Source: an optimization exercise on an open RTL-to-GDS flow (aim: small area, a short achievable clock period and few clock cycles per item). Production flows keep margins and buffers that such runs may drop.
At most, simulation tests tie the RTL to the original design; equivalence was not proved.
Power figures rest on the tool's default switching activity, not on a simulated workload.

Design fe_rms, start of the top module:
module fe_rms (
    input  wire        clk,
    input  wire        rst_n,
    input  wire        start,
    input  wire [63:0] sum,      
    input  wire [31:0] count,    
    output wire        in_ready,
    output reg         out_valid,
    output wire [31:0] rms
);
    reg        dbusy;
    reg [4:0]  dcnt;
    reg [31:0] drem;       
    reg [39:0] dq;         
    reg [31:0] dn;         
    reg        dz;         
    reg  ready;            
    wire dlast = (dcnt == 5'd28);    
    wire dfin  = (dcnt == 5'd29);    
    assign in_ready = ready;
    wire load = !dbusy || dfin;
    wire [33:0] tq = {drem, dq[39:38]};
    wire [33:0] d1, d2;
    wire        ge1, ge2;
    fe_rms_sub #(.W(34)) u_sub1 (.a(tq), .b({2'b0, dn}), .d(d1), .ge(ge1));
    fe_rms_sub #(.W(34)) u_sub2 (.a(tq), .b({1'b0, dn, 1'b0}), .d(d2), .ge(ge2));
    wire [34:0] ta = {1'b0, tq};
    wire [34:0] tb = ~{3'b0, dn};
    wire [34:0] tc = ~{2'b0, dn, 1'b0};
    wire [34:0] cx = ta ^ tb ^ tc;
    wire [34:0] cc = (ta & tb) | (ta & tc) | (tb & tc);
    wire [34:0] d3;
    fe_rms_add #(.W(35)) u_add3 (.a(cx), .b({cc[33:0], 1'b1}), .ci(1'b1), .s(d3));
    wire        ge3 = !d3[34];
    wire        q1  = ge2;
    wire        q2  = ge3 || (ge1 && !ge2);
    wire [31:0] r2  = ge3 ? d3[31:0] : ge2 ? d2[31:0] : ge1 ? d1[31:0] : tq[31:0];
    always @(posedge clk) begin
        if (load) begin
            drem <= sum[63:40];
  ...
For scale: about 130 I/O pins, roughly 15,000 sq um of cells after synthesis.
Settings: LEC_CHECK=0, ABC_AREA=1, CAP_MARGIN=20, CORE_MARGIN=2, CORE_UTILIZATION=40, SLEW_MARGIN=20, TNS_END_PERCENT=10; clock period 10.0 ns.
standard.sh (not shown) runs the stock make flow with config.mk's settings and CLKGATE_MAP_FILE= SYNTH_SCRIPT=/design/flow/synth_recipe.tcl, a recipe that flattens the netlist after the stock synthesis.
==> flow/flow/run.sh <==
#!/bin/bash
# Layout flow: the standard flow (its synthesis, floorplan, power grid,
# tap cells, placement, clock tree and routing), with two changes made through
# ORFS variables: timing repair aims at a setup slack of 7 ns instead of
# 0 ns, and the input and output ports are buffered with sky130_fd_sc_hd__buf_1.
# standard.sh's output goes to standard.log; ORFS keeps each step's log under
# orfs/logs/.
set -euo pipefail
export SETUP_SLACK_MARGIN=7
export BUFFER_PORTS_ARGS="-buffer_cell sky130_fd_sc_hd__buf_1"
bash standard.sh > standard.log 2>&1
The starting point passed the timing, design-rule and antenna checks.
Testbench counts at the start, summed over its fixed seeds: cycles 48,016, items 1,600.
Next try:
--- a/flow/config.mk
+++ b/flow/config.mk
@@ -10,4 +10,3 @@
 export CORE_MARGIN = 2
-export CORE_UTILIZATION = 40
+export CORE_UTILIZATION = 50
 export SLEW_MARGIN = 20
-export TNS_END_PERCENT = 10
Effect: Combinational power climbs by about 5.6%; die area drops by about 20%; global-route usage climbs by 4.4 points; final area climbs by about 2%; sequential cell count is unchanged.
Next try:
--- a/flow/flow/run.sh
+++ b/flow/flow/run.sh
@@ -3,3 +3,3 @@
 # tap cells, placement, clock tree and routing), with two changes made through
-# ORFS variables: timing repair aims at a setup slack of 7 ns instead of
+# ORFS variables: timing repair aims at a setup slack of 7.5 ns instead of
 # 0 ns, and the input and output ports are buffered with sky130_fd_sc_hd__buf_1.
@@ -8,3 +8,3 @@
 set -euo pipefail
-export SETUP_SLACK_MARGIN=7
+export SETUP_SLACK_MARGIN=7.5
 export BUFFER_PORTS_ARGS="-buffer_cell sky130_fd_sc_hd__buf_1"
--- a/flow/config.mk
+++ b/flow/config.mk
@@ -10,3 +10,3 @@
 export CORE_MARGIN = 2
-export CORE_UTILIZATION = 50
+export CORE_UTILIZATION = 40
 export SLEW_MARGIN = 20
Outcome: Hold slack hardly moves. First-iteration DRC count decreases by a little under a tenth. Global-route usage is lower by 2.4 points. Routed wire length increases by roughly a tenth. Total power goes up by about a fifth. Cell area increases by roughly a tenth. Setup slack improves by 15 ps. Non-clock buffer count grows by 84.
Next try:
--- a/flow/flow/run.sh
+++ b/flow/flow/run.sh
@@ -3,3 +3,3 @@
 # tap cells, placement, clock tree and routing), with two changes made through
-# ORFS variables: timing repair aims at a setup slack of 7.5 ns instead of
+# ORFS variables: timing repair aims at a setup slack of 6.8 ns instead of
 # 0 ns, and the input and output ports are buffered with sky130_fd_sc_hd__buf_1.
@@ -8,3 +8,3 @@
 set -euo pipefail
-export SETUP_SLACK_MARGIN=7.5
+export SETUP_SLACK_MARGIN=6.8
 export BUFFER_PORTS_ARGS="-buffer_cell sky130_fd_sc_hd__buf_1"
Result: Maximum frequency shrinks by 5.0%; register-to-register slack stays flat; die area stays the same; total power shrinks by 20%.

* * *

v6:
Another version of the RTL of fe_rms (not shown whole).
Size in the first run: about 180 flip-flops.
Settings: LEC_CHECK=0, CAP_MARGIN=20, CORE_MARGIN=2, CORE_UTILIZATION=40, SETUP_SLACK_MARGIN=5, SLEW_MARGIN=20; clock period 10.0 ns.
run.sh (not shown) runs the stock make flow with config.mk's settings and CLKGATE_MAP_FILE= SYNTH_SCRIPT=/design/flow/synth_recipe.tcl, a recipe that flattens the netlist after the stock synthesis.
Stock flow here: none of the scripts above is used.
v6 completed; timing, DRC and antenna clean
Changes in v47 relative to v6:
# v6
export LEC_CHECK = 0
export CAP_MARGIN = 20
export CORE_MARGIN = 2
export CORE_UTILIZATION = 40
export SETUP_SLACK_MARGIN = 5
export SLEW_MARGIN = 20
create_clock -name core_clock -period 10.0 [get_ports {clk}]
# v47
export LEC_CHECK = 0
export CAP_MARGIN = 20
export CORE_MARGIN = 2
export CORE_UTILIZATION = 40
export SLEW_MARGIN = 20
create_clock -name core_clock -period 10.0 [get_ports {clk}]
==> flow/flow/run.sh (new file) <==
#!/bin/bash
# Layout flow: the standard flow (its synthesis, floorplan, power grid,
# tap cells, placement, clock tree and routing), with two changes made through
# ORFS variables: timing repair aims at a setup slack of 6 ns instead of
# 0 ns, and the input and output ports are buffered with sky130_fd_sc_hd__buf_1.
# standard.sh's output goes to standard.log; ORFS keeps each step's log under
# orfs/logs/.
set -euo pipefail
export SETUP_SLACK_MARGIN=6
export BUFFER_PORTS_ARGS="-buffer_cell sky130_fd_sc_hd__buf_1"
bash standard.sh > standard.log 2>&1
==> flow/standard.sh (new file) <==
#!/bin/bash
# synth_recipe.tcl (not shown) runs the flow's synth.tcl, then flattens the netlist and writes it again
# the make line also repeats each setting of config.mk as NAME=value (left out here)
make -C /OpenROAD-flow-scripts/flow DESIGN_CONFIG=/design/flow/config.mk WORK_HOME=/design/flow/orfs CLKGATE_MAP_FILE= SYNTH_SCRIPT=/design/flow/synth_recipe.tcl "${@:-finish}"
removed: flow/run.sh
--- outcome ---
- Going from v6 to v47, leakage power figure now sits higher; total wire length grew by 1.3 mm; relative area of clock buffers and inverters in the final design now larger.
- v47 ended with less time the worst path needs with I/O delays and setup than v6.
- Looking at standard cell with the maximum stage delay on the critical path, the sky130_fd_sc_hd__or4_4 result is from v47; the sky130_fd_sc_hd__clkdlybuf4s50_1 one comes from v6.
- Going from v6 to v47, sequential share of layout area down 0.70 points, wire length of the first global-routing pass down 1.3%, actual transition at the worst max-transition pin down 0.059 ns, power share of the clock group down 0.2 points.
For v21, these inputs were changed with respect to v47:
diff --git a/flow/flow/run.sh b/flow/flow/run.sh
--- a/flow/flow/run.sh
+++ b/flow/flow/run.sh
@@ -3,3 +3,3 @@
 # tap cells, placement, clock tree and routing), with two changes made through
-# ORFS variables: timing repair aims at a setup slack of 6 ns instead of
+# ORFS variables: timing repair aims at a setup slack of 5 ns instead of
 # 0 ns, and the input and output ports are buffered with sky130_fd_sc_hd__buf_1.
@@ -8,3 +8,3 @@
 set -euo pipefail
-export SETUP_SLACK_MARGIN=6
+export SETUP_SLACK_MARGIN=5
 export BUFFER_PORTS_ARGS="-buffer_cell sky130_fd_sc_hd__buf_1"
## What came out
The number of clock buffers in the layout reported for v21 is greater than that of v47 by 2. Average wire per cell in the routed design | v21 below v47. Via count, v21 vs v47: down by a few percent. Compare v47 and v21 | worst hold slack lower: v21. v47 has a lower largest net degree at the start of global routing than v21.
No functional check of the RTL was part of any run of this note.

* * *

== zinc ==
The RTL this note starts from:
==> flow/design.v <==
module fe_rms (
    input  wire        clk,
    input  wire        rst_n,
    input  wire        start,
    input  wire [63:0] sum,      
    input  wire [31:0] count,    
    output wire        in_ready,
    output reg         out_valid,
    output wire [31:0] rms
);
    reg        dbusy;
    reg [4:0]  dcnt;
    reg [31:0] drem;       
    reg [39:0] dq;         
    reg [31:0] dn;         
    reg        dz;         
    reg  ready;            
    wire dlast = (dcnt == 5'd28);    
    wire dfin  = (dcnt == 5'd29);    
    assign in_ready = ready;
    wire [33:0] tq = {drem, dq[39:38]};
    wire [33:0] d1, d2;
    wire        ge1, ge2;
    fe_rms_sub #(.W(34)) u_sub1 (.a(tq), .b({2'b0, dn}), .d(d1), .ge(ge1));
    fe_rms_sub #(.W(34)) u_sub2 (.a(tq), .b({1'b0, dn, 1'b0}), .d(d2), .ge(ge2));
    wire [34:0] ta = {1'b0, tq};
    wire [34:0] tb = ~{3'b0, dn};
    wire [34:0] tc = ~{2'b0, dn, 1'b0};
    wire [34:0] cx = ta ^ tb ^ tc;
    wire [34:0] cc = (ta & tb) | (ta & tc) | (tb & tc);
    wire [34:0] d3;
    fe_rms_add #(.W(35)) u_add3 (.a(cx), .b({cc[33:0], 1'b1}), .ci(1'b1), .s(d3));
    wire        ge3 = !d3[34];
    wire        q1  = ge2;
    wire        q2  = ge3 || (ge1 && !ge2);
    wire [31:0] r2  = ge3 ? d3[31:0] : ge2 ? d2[31:0] : ge1 ? d1[31:0] : tq[31:0];
    always @(posedge clk) begin
        if (in_ready) begin
            drem <= sum[63:40];
            dq   <= sum[39:0];
            dn   <= count;
            dz   <= (count == 32'd0);
            dcnt <= 5'd0;
        end else begin
            drem <= r2;
            dq   <= {dq[37:0], 2'b00};
            dcnt <= dcnt + 5'd1;
        end
        if (!rst_n) begin
            dbusy <= 1'b0;
            ready <= 1'b1;
        end else if (in_ready) begin
            dbusy <= start;
            ready <= !start;
        end else begin
            ready <= dlast;
        end
    end
    reg        sv;         
    reg        sfirst;     
    reg        slast;      
    reg [1:0]  qp;
    reg        pnz;        
    always @(posedge clk) begin
        qp     <= dz ? 2'b00 : {q1, q2};
        sfirst <= (dcnt == 5'd0);
        slast  <= dlast;
        if (dfin)
            pnz <= (drem != 32'd0);
        if (!rst_n)
            sv <= 1'b0;
        else
            sv <= dbusy && !dfin;
    end
    reg [29:0] srem;       
    reg [28:0] root;
    wire [31:0] ssh = {srem, qp};
    wire [28:0] rt  = root;
    wire [31:0] sdf;
    wire        sb;
    fe_rms_sub #(.W(32)) u_sub3 (.a(ssh), .b({1'b0, rt[28:0], 2'b01}), .d(sdf), .ge(sb));
    wire [29:0] sr  = sb ? sdf[29:0] : ssh[29:0];
    reg         srnd;      
    wire        inc = root[0] && !(!pnz && srem == 30'd0 && !root[1]);
    always @(posedge clk) begin
        if (sfirst)
            srem <= {28'd0, qp[1] & qp[0], qp[1] & !qp[0]};
        else
            srem <= sr;
        if (srnd)
            root <= {1'b0, root[28:1]} + {28'd0, inc};
        else if (sfirst)
            root <= {28'd0, qp != 2'b00};
        else
            root <= {rt[27:0], sb};
        if (!rst_n) begin
            srnd      <= 1'b0;
            out_valid <= 1'b0;
        end else begin
            srnd      <= sv && slast;
            out_valid <= srnd;
        end
    end
    assign rms = {3'd0, root};
endmodule
module fe_rms_sub #(
    parameter W = 33
) (
    input  wire [W-1:0] a,
    input  wire [W-1:0] b,
    output wire [W-1:0] d,
    output wire         ge
);
    localparam L = (W > 32) ? 6 : (W > 16) ? 5 : (W > 8) ? 4 : (W > 4) ? 3 : 2;
    wire [W-1:0] p = a ^ ~b;
    wire [W-1:0] g = a & ~b;
    wire [W-1:0] G [0:L];
    wire [W-1:0] P [0:L];
    assign G[0] = {g[W-1:1], g[0] | p[0]};
    assign P[0] = p;
    genvar l, i;
    generate
        for (l = 0; l < L; l = l + 1) begin : g_lvl
            for (i = 0; i < W; i = i + 1) begin : g_bit
                if ((i >> l) & 1) begin : g_op
                    localparam integer K = ((i >> l) << l) - 1;
                    assign G[l+1][i] = G[l][i] | (P[l][i] & G[l][K]);
                    assign P[l+1][i] = P[l][i] & P[l][K];
                end else begin : g_pass
                    assign G[l+1][i] = G[l][i];
                    assign P[l+1][i] = P[l][i];
                end
            end
        end
    endgenerate
    assign d  = p ^ {G[L][W-2:0], 1'b1};
    assign ge = G[L][W-1];
endmodule
module fe_rms_add #(
    parameter W = 35
) (
    input  wire [W-1:0] a,
    input  wire [W-1:0] b,
    input  wire         ci,
    output wire [W-1:0] s
);
    localparam L = (W > 32) ? 6 : (W > 16) ? 5 : (W > 8) ? 4 : (W > 4) ? 3 : 2;
    wire [W-1:0] p = a ^ b;
    wire [W-1:0] g = a & b;
    wire [W-1:0] G [0:L];
    wire [W-1:0] P [0:L];
    assign G[0] = {g[W-1:1], g[0] | (p[0] & ci)};
    assign P[0] = p;
    genvar l, i;
    generate
        for (l = 0; l < L; l = l + 1) begin : g_lvl
            for (i = 0; i < W; i = i + 1) begin : g_bit
                if ((i >> l) & 1) begin : g_op
                    localparam integer K = ((i >> l) << l) - 1;
                    assign G[l+1][i] = G[l][i] | (P[l][i] & G[l][K]);
                    assign P[l+1][i] = P[l][i] & P[l][K];
                end else begin : g_pass
                    assign G[l+1][i] = G[l][i];
                    assign P[l+1][i] = P[l][i];
                end
            end
        end
    endgenerate
    assign s = p ^ {G[L][W-2:0], ci};
endmodule
Settings: LEC_CHECK=0, CAP_MARGIN=20, CORE_MARGIN=2, CORE_UTILIZATION=60, SLEW_MARGIN=20; clock period 10.0 ns.
standard.sh (not shown) runs the stock make flow with config.mk's settings and CLKGATE_MAP_FILE= SYNTH_SCRIPT=/design/flow/synth_recipe.tcl, a recipe that flattens the netlist after the stock synthesis.
==> flow/flow/run.sh <==
#!/bin/bash
# Layout flow: the standard flow (its synthesis, floorplan, power grid,
# tap cells, placement, clock tree and routing), with two changes made through
# ORFS variables: timing repair aims at a setup slack of 6.5 ns instead of
# 0 ns, and the input and output ports are buffered with sky130_fd_sc_hd__buf_1.
# standard.sh's output goes to standard.log; ORFS keeps each step's log under
# orfs/logs/.
set -euo pipefail
export SETUP_SLACK_MARGIN=6.5
export BUFFER_PORTS_ARGS="-buffer_cell sky130_fd_sc_hd__buf_1"
bash standard.sh > standard.log 2>&1
zinc: done, clean on timing, DRC and antenna
Testbench counts of zinc, summed over its fixed seeds: cycles 48,016, items 1,600.
Input-level comparison between ember and zinc:
Settings: setting ABC_AREA to 1 for the first time; changing CORE_UTILIZATION from 60 to 40.
--- a/flow/flow/run.sh
+++ b/flow/flow/run.sh
@@ -3,3 +3,3 @@
 # tap cells, placement, clock tree and routing), with two changes made through
-# ORFS variables: timing repair aims at a setup slack of 6.5 ns instead of
+# ORFS variables: timing repair aims at a setup slack of 7 ns instead of
 # 0 ns, and the input and output ports are buffered with sky130_fd_sc_hd__buf_1.
@@ -8,3 +8,3 @@
 set -euo pipefail
-export SETUP_SLACK_MARGIN=6.5
+export SETUP_SLACK_MARGIN=7
 export BUFFER_PORTS_ARGS="-buffer_cell sky130_fd_sc_hd__buf_1"
==> notes.md <==
From zinc to ember the numbers moved as follows: area added between synthesis and finish has decreased; number of ordinary and repair buffers in the finished layout has decreased; final wirelength has increased. Initial core utilization in ember vs zinc: down 21 points. Total power delta (ember − zinc): favourable. Run comparison: ember start point of the critical path drem[20]; zinc start point of the critical path dn[4]. Looking at power in the clock group across both flows, ember is the stronger of the two, with zinc trailing. Higher number of nets in the layout among zinc and ember: ember. For the cell area, ember came in about 10% higher than zinc did. The maximum clock frequency of ember is higher than that of zinc. Looking at clock-buffer cell count, ember sits above zinc. The final cell count number comes out higher for ember vs zinc.
Modified inputs, maple compared to ember
Settings: ABC_AREA no longer set, was 1; PLACE_DENSITY now 0.75, previously not set.
--- a/flow/flow/run.sh
+++ b/flow/flow/run.sh
@@ -3,3 +3,3 @@
 # tap cells, placement, clock tree and routing), with two changes made through
-# ORFS variables: timing repair aims at a setup slack of 7 ns instead of
+# ORFS variables: timing repair aims at a setup slack of 6.5 ns instead of
 # 0 ns, and the input and output ports are buffered with sky130_fd_sc_hd__buf_1.
@@ -8,3 +8,3 @@
 set -euo pipefail
-export SETUP_SLACK_MARGIN=7
+export SETUP_SLACK_MARGIN=6.5
 export BUFFER_PORTS_ARGS="-buffer_cell sky130_fd_sc_hd__buf_1"
Findings:
maple was carried through to the last stage, and its layout satisfied the timing, design-rule and antenna checks. Changes observed in maple relative to ember: clock tree buffer count of the final layout fell 6, synthesized cell count fell 648, pin count of the biggest net entering global routing fell 4.9%, fraction of the yosys area taken by sequential cells rose 3.5 points.
> inputs changed (maple -> xenon)
Settings: ABC_AREA now 1, previously not set; PLACE_DENSITY no longer set, was 0.75.
--- outcome ---
- xenon | stages: all done | timing, DRC, antenna: all pass
- Taking maple as the reference, in xenon share of synthesized area occupied by flip-flops and latches down 3.5 points; final clock period utilization by the worst path down 2.9 points.
- The share of the synthesized area in compound gates (AO/OA/AOI/OAI) in xenon sits 6.8 points below the value recorded for maple.
- The launching element of the worst setup path comes out ready in one run and dn[3] in the other, namely in xenon and maple respectively.
- As of xenon, area of the multi-input gates had risen by a few percent compared to maple.
- Compared with maple, placement density in the core of xenon is lower.
- [xenon vs maple] number of non-clock inverters: higher in xenon
- Looking at worst hold slack across both flows, xenon is the weaker of the two, with maple ahead.
- Layout-stage area growth over the synthesis result: xenon lower than maple
- xenon -> maple: total of max-cap violations delta 0, exact match
- When xenon is measured against maple, its setup slack turns out 0.29 ns higher.
- xenon reports its top routing layer in use as met5 while maple reports met4.
The inputs of juniper differ from those of xenon as listed below.
Settings: ABC_AREA removed (was 1).
--- outcome ---
In the metrics for juniper and xenon, the one carrying the higher slack of the critical path is xenon. Leakage power figure, juniper and xenon: smaller value in juniper. From xenon to juniper the numbers moved as follows: number of well taps saw a decrease; minimum clock period picked up an extra 0.27 ns; count of cells along the worst hold path decreased 1. Relative contribution of combinational cells to total power: juniper vs xenon up 3.6 points. Compared to xenon, juniper has xor and xnor fraction of the mapped netlist area 3.8 points higher. Count of non-filler cells in the finished layout, juniper and xenon, higher one = xenon. On routed wire length on met3: between juniper and xenon, it ends up lower for juniper.

==> afterwards: timing with drivers on the ports <==
Ports are ideal in the flow. The routed layouts listed here were re-timed in OpenROAD.
Step 1, drivers: a clkbuf_16 drives clk and a buf_2 each remaining input, both assumed.
Step 2, shift: input delay + t, output delay - t, t = (earliest + latest rising clock arrival at the registers) / 2. This alone moves slack from input paths to output paths.
Slacks: ideal / step 1 / step 2; pairs: ideal / step 1.
run	shift t [ns]	setup slack, ns	slew at the worst register clock pin (ns)
the first run of note 1	0.506	6.944 / 6.893 / 6.734	0.08 / 0.08
the second run of note 1	0.497	6.953 / 6.953 / 6.674	0.08 / 0.08
the third run of note 1	0.510	6.968 / 6.968 / 6.953	0.09 / 0.09
the fourth run of note 1	0.504	6.807 / 6.815 / 6.334	0.08 / 0.08
v6	0.508	5.222 / 5.167 / 5.361	0.08 / 0.08
v47	0.510	5.666 / 5.612 / 5.960	0.08 / 0.08
v21	0.504	5.312 / 5.257 / 5.344	0.08 / 0.08
zinc	0.485	6.264 / 6.264 / 6.264	0.09 / 0.09
ember	0.498	7.017 / 6.985 / 6.620	0.08 / 0.08
maple	0.497	6.378 / 6.378 / 6.378	0.08 / 0.08
xenon	0.498	6.668 / 6.617 / 6.576	0.07 / 0.07
juniper	0.495	6.397 / 6.397 / 6.397	0.08 / 0.08
After both steps every run listed still meets setup and hold. The setup slack of the fourth run of note 1, which loses most, moves by +0.008 ns with the drivers and by -0.473 ns with both steps.
